This design comes from an exercise in tuning for small area, a short achievable clock period and few clock cycles per item on the open sky130 flow, not from production work.
In this exercise RTL edits were held to simulation tests only and were not proved equivalent to the original.
Power and IR drop assume default switching activity.

Design kvx_bal, start of the top module:
module kvx_bal (
    input  wire         clk,
    input  wire         rst,
    input  wire         cfg_we,
    input  wire [1:0]   cfg_addr,
    input  wire [15:0]  cfg_data,
    input  wire         in_valid,
    output wire         in_ready,
    input  wire [31:0]  in_incl,
    input  wire [511:0] in_cur,
    output reg          out_valid,
    output reg          out_changed,
    output reg          out_bal_err,
    output wire [511:0] out_trims
);
For scale: roughly 5300 cells after synthesis, roughly 910 flip-flops, ~1100 I/O pins, ~0.052 mm^2 of cells after synthesis.
==> flow/config.mk <==
export PLATFORM = sky130hd
export DESIGN_NAME = kvx_bal
export DESIGN_NICKNAME = kvx_bal
export VERILOG_FILES = /design/flow/design.v
export SDC_FILE = /design/flow/constraint.sdc
export NUM_CORES = 4
export LEC_CHECK = 0
export ABC_CLOCK_PERIOD_IN_PS = 4300
export CAP_MARGIN = 20
export CORE_MARGIN = 2
export CORE_UTILIZATION = 55
export SLEW_MARGIN = 20
==> flow/constraint.sdc <==
create_clock -name core_clock -period 14.0 [get_ports {clk}]
set_input_delay 2.8000 -clock core_clock [delete_from_list [all_inputs] [get_ports {clk}]]
set_output_delay 2.8000 -clock core_clock [all_outputs]
set_load 0.01 [all_outputs]
standard.sh (not shown) runs the stock make flow with config.mk's settings and CLKGATE_MAP_FILE= SYNTH_SCRIPT=/design/flow/synth_recipe.tcl, a recipe that flattens the netlist after the stock synthesis.
==> flow/flow/run.sh <==
#!/bin/bash
# Layout: the standard flow (standard.sh, all steps), except that
#  - every input and output port is buffered with sky130_fd_sc_hd__buf_1
#    instead of the cell buffer_ports picks by itself;
set -euo pipefail
export BUFFER_PORTS_ARGS="-buffer_cell sky130_fd_sc_hd__buf_1"
export SETUP_SLACK_MARGIN=9.65
bash standard.sh > standard.log 2>&1
Testbench counts at the start, summed over its fixed seeds: cycles 82,016, items 1,280.
Rerun with:
--- a/flow/design.v
+++ b/flow/design.v
@@ -298,35 +298,35 @@
     wire [16:0] q1h;
     wire        q1sh, q1sl;
     kvx_bal_q1 u_q1 (.ms(ms), .mc(mc), .w(q1w), .h(q1h), .sh(q1sh), .sl(q1sl));
     wire [11:0] q2f;
     kvx_bal_q2 u_q2 (.w(w3r), .f(q2f));
     wire [16:0] gtm  = gr[17*tg +: 17];
     wire [15:0] gsel = {~gtm[16], gtm[15:1]};    
     always @(posedge clk) begin
         tg   <= ~ct[4:3];
         d1   <= $signed(iavg) - $signed(gsel);
-        v1   <= fw & chg & ginc[tg] & ~rst;
+        v1   <= fw & chg & ginc[tg];
         ms   <= mso;
         mc   <= mco;
-        v2   <= v1 & ~rst;
+        v2   <= v1;
         w3r  <= q1w;
         h3r  <= q1h;
         sh3  <= q1sh;
         sl3  <= q1sl;
-        v3   <= v2 & ~rst;
+        v3   <= v2;
         f4   <= q2f;
         hq4  <= h3r;
         sh4  <= sh3;
         sl4  <= sl3;
-        v4   <= v3 & ~rst;
-        v5   <= v4 & ~rst;
+        v4   <= v3;
+        v5   <= v4;
     end
     reg         cl;                         
     reg  [3:0]  do3;                        
     wire [15:0] mm = {~acc[15], acc[14:0]};
     wire [15:0] s30 = cl ? 16'd0 : ring[16*30 +: 16];
     wire [18:0] s31n;
     kvx_bal_pa u_pa (.v(s30), .add(v4), .h(hq4), .f(f4), .sh(sh4), .sl(sl4), .s(s31n));
     wire [15:0] pt [0:3];
     kvx_bal_pb u_pb (.s({ext, ring[16*31 +: 16]}), .clamp(v5), .sub(do3[3]), .m(mm),
                      .tmax(tmax), .t(pt[3]));
The new run completed without violations.
Via count went up by about 3%.
Final area went up by 1.1%.
Worst setup slack improved by 59 ps.
Synthesized cell count went up by about 0.45%.
Routed wire length went up by 4.3%.
Testbench counts after the change, summed over its fixed seeds: cycles 82,016, items 1,280.

kvx_bal, a different RTL version from the one above (not shown whole).
Size: ~5200 cells after synthesis, about 910 flip-flops, ~1100 I/O pins, roughly 53000 um^2 of cells after synthesis.
clock: 14.0 ns
lec_check: 0
abc_clock_period_in_ps: 4300
cap_margin: 20
core_margin: 2
core_utilization: 55
slew_margin: 20
==> flow/flow/run.sh <==
#!/bin/bash
# Layout: the standard flow (standard.sh, all steps), except that
#  - every input and output port is buffered with sky130_fd_sc_hd__buf_1
#    instead of the cell buffer_ports picks by itself;
set -euo pipefail
export BUFFER_PORTS_ARGS="-buffer_cell sky130_fd_sc_hd__buf_1"
export SETUP_SLACK_MARGIN=9.3
bash standard.sh > standard.log 2>&1
Testbench counts at the start, summed over its fixed seeds: cycles 82,944, items 1,280.
Edit:
--- a/flow/design.v
+++ b/flow/design.v
@@ -164,39 +164,39 @@
                sl   ? -19'sd131072 : sum;
 endmodule
 module kvx_bal_pb (
     input  wire [18:0] s,
     input  wire        clamp,
     input  wire        sub,
     input  wire [15:0] m,
     input  wire [13:0] tmax,
-    output wire [15:0] t
+    input  wire [14:0] thr,
+    output wire [15:0] t,
+    output wire        bad
 );
     wire signed [18:0] ss = s;
     wire signed [14:0] tp = {1'b0, tmax};
     wire signed [15:0] cl = (ss > tp) ? tp : (ss < -tp) ? -tp : ss[15:0];
     wire signed [15:0] sm = s[15:0] - m;
     wire signed [15:0] bv = sub ? sm : s[15:0];
     assign t   = clamp ? cl : bv;
+    assign bad = {bv[14:0] ^ {15{bv[15]}}, bv[15]} >= {1'b0, thr};
 endmodule
 module kvx_bal_pm (
     input  wire [15:0] v,
     input  wire        sub,
     input  wire [15:0] m,
-    output wire [15:0] t
-);
-    assign t = sub ? v - m : v;
-endmodule
-module kvx_bal_chk (
-    input  wire [15:0] v,
     input  wire [14:0] thr,
+    output wire [15:0] t,
     output wire        bad
 );
-    assign bad = {v[14:0] ^ {15{v[15]}}, v[15]} >= {1'b0, thr};
+    wire [15:0] sm = sub ? v - m : v;
+    assign t   = sm;
+    assign bad = {sm[14:0] ^ {15{sm[15]}}, sm[15]} >= {1'b0, thr};
 endmodule
 module kvx_bal (
     input  wire         clk,
     input  wire         rst,
     input  wire         cfg_we,
     input  wire [1:0]   cfg_addr,
     input  wire [15:0]  cfg_data,
     input  wire         in_valid,
@@ -206,19 +206,19 @@
     output reg          out_valid,
     output reg          out_changed,
     output reg          out_bal_err,
     output wire [511:0] out_trims
 );
     localparam integer LAT  = 6;              
     localparam integer F2S  = 11;             
     localparam integer P2S  = F2S + LAT;      
-    localparam integer D2S  = P2S + 32;       
+    localparam integer D2S  = P2S + 33;       
     localparam integer P3S  = D2S + 4;        
-    localparam integer DONE = P3S + 9;        
+    localparam integer DONE = P3S + 8;        
     reg [15:0]  k_bal;
     reg [13:0]  tmax;
     reg [14:0]  thr;                          
     reg [511:0] ring;
     reg [2:0]   ext;                          
     reg [4:0]   c;
     reg [31:0]  clr;
     reg         busy;
@@ -319,37 +319,36 @@
     reg  [3:0]  do3;                        
     wire [15:0] mm = {~acc[15], acc[14:0]};
     wire [15:0] s30 = cl ? 16'd0 : ring[16*30 +: 16];
     wire [18:0] s31n;
     kvx_bal_pa u_pa (.v(s30), .add(v4), .hq(hq4), .f(f4), .sh(sh4), .sl(sl4), .s(s31n));
     wire [15:0] pt [0:3];
     wire [3:0]  bad;
     kvx_bal_pb u_pb (.s({ext, ring[16*31 +: 16]}), .clamp(v5), .sub(do3[3]), .m(mm),
-                     .tmax(tmax), .t(pt[3]));
+                     .tmax(tmax), .thr(thr), .t(pt[3]), .bad(bad[3]));
     genvar gj;
     generate
         for (gj = 0; gj < 3; gj = gj + 1) begin : g_pm
             kvx_bal_pm u_pm (.v(ring[16*(8*gj+7) +: 16]), .sub(do3[gj]), .m(mm),
-                             .t(pt[gj]));
-        end
-        for (gj = 0; gj < 4; gj = gj + 1) begin : g_chk
-            kvx_bal_chk u_chk (.v(ring[16*8*gj +: 16]), .thr(thr), .bad(bad[gj]));
+                             .thr(thr), .t(pt[gj]), .bad(bad[gj]));
         end
     endgenerate
+    reg vt;
     integer s;
     always @(posedge clk) begin
         for (s = 1; s < 31; s = s + 1)
             if (s % 8 != 0)
                 ring[16*s +: 16] <= ring[16*(s-1) +: 16];
         {ext, ring[16*31 +: 16]} <= s31n;
         ring[16*8  +: 16] <= pt[0];
         ring[16*16 +: 16] <= pt[1];
         ring[16*24 +: 16] <= pt[2];
         ring[0     +: 16] <= pt[3];
+        vt <= v5;
     end
     wire [4:0] pn  = ~c1;                       
     wire [4:0] pn0 = ~c1 - 5'd1;                
     wire       w3n = busy && chg && e1 >= P3S && e1 < P3S + 8;
     integer    j;
     always @(posedge clk) begin
         cl <= clr[pn0];
         for (j = 0; j < 4; j = j + 1)
@@ -397,37 +396,37 @@
                 end
                 if (e != 7'h7F)
                     e <= e1;
             end
             if (busy && e == 7'd8) begin
                 chg         <= (n >= 6'd2);
                 out_changed <= (n >= 6'd2);
             end
-            if (busy && e == P3S)
+            if (busy && e == P3S - 1)
                 out_bal_err <= 1'b0;
-            else if (busy && e > P3S && e <= P3S + 8 && |bad)
+            else if (busy && e >= P3S && e < P3S + 8 && |bad)
                 out_bal_err <= 1'b1;
         end
     end
     always @(posedge clk) begin
         if (!busy) begin
             acc <= 22'd0;
             n   <= 6'd0;
             n3  <= 7'd0;
         end else if (e < 7'd8) begin
             acc <= p1sum;
             n   <= n + p1cnt;
             n3  <= n3 + p1cnt + {p1cnt, 1'b0};
         end else if (e < 7'd12) begin
             acc <= acc_div;
-        end else if (e == P2S - 1) begin
+        end else if (e == P2S) begin
             acc <= 22'd0;
-        end else if (e >= P2S && e < P2S + 32) begin
-            if (v5)
-                acc <= acc + {~pt[3][15], pt[3][14:0], 1'b1};
+        end else if (e > P2S && e <= P2S + 32) begin
+            if (vt)
+                acc <= acc + {~ring[15], ring[14:0], 1'b1};
         end else if (e >= D2S && e < D2S + 4) begin
             acc <= acc_div;
         end
         if (busy && e == 7'd11)
             iavg <= {~acc_div[15], acc_div[14:0]};
     end
 endmodule
Outcome: The new run finished clean. Routed wire length drops by 5.7%. Synthesized cell count climbs by about 1.1%. Total power drops by 1.1%. Fmax climbs by about 44%. Die area climbs by about 0.9%.
Testbench counts after the change, summed over its fixed seeds: cycles 82,944, items 1,280.

-- port drivers added, routing unchanged --
No port has a modelled driver above. Below, the same layouts with a new extraction and two added sets of constraints. Step 1 (the two cells are an assumption about what drives the block):
set clk [get_ports {clk}]
set_driving_cell -lib_cell sky130_fd_sc_hd__clkbuf_16 $clk
set_driving_cell -lib_cell sky130_fd_sc_hd__buf_2 [delete_from_list [all_inputs] $clk]
Step 2 moves the port delays by t, midway between the first and last clock arrival at a register: inputs arrive t later, outputs are due t later. That takes back most of the time a late clock gives input paths. a / b / c = ideal / step 1 / step 2; a / b = the first two.
run	t (ns)	setup WS [ns]	worst setup path at the end	latest minus earliest clock arrival (ns)	pins driven straight from the clock port
the first run of note 1	0.768	9.556 / 9.556 / 9.064	input to register	0.059 / 0.059	1
the second run of note 1	0.772	9.615 / 9.567 / 9.082	input to register	0.064 / 0.064	1
the first run of note 2	0.740	7.332 / 7.332 / 7.332	register to register	0.069 / 0.069	1
the second run of note 2	0.756	9.358 / 9.281 / 9.425	input to register	0.071 / 0.071	1
After both steps setup and hold are still met in every run listed. For the second run of note 1, which loses most, drivers alone change the setup slack by -0.048 ns; drivers and shift together by -0.533 ns.
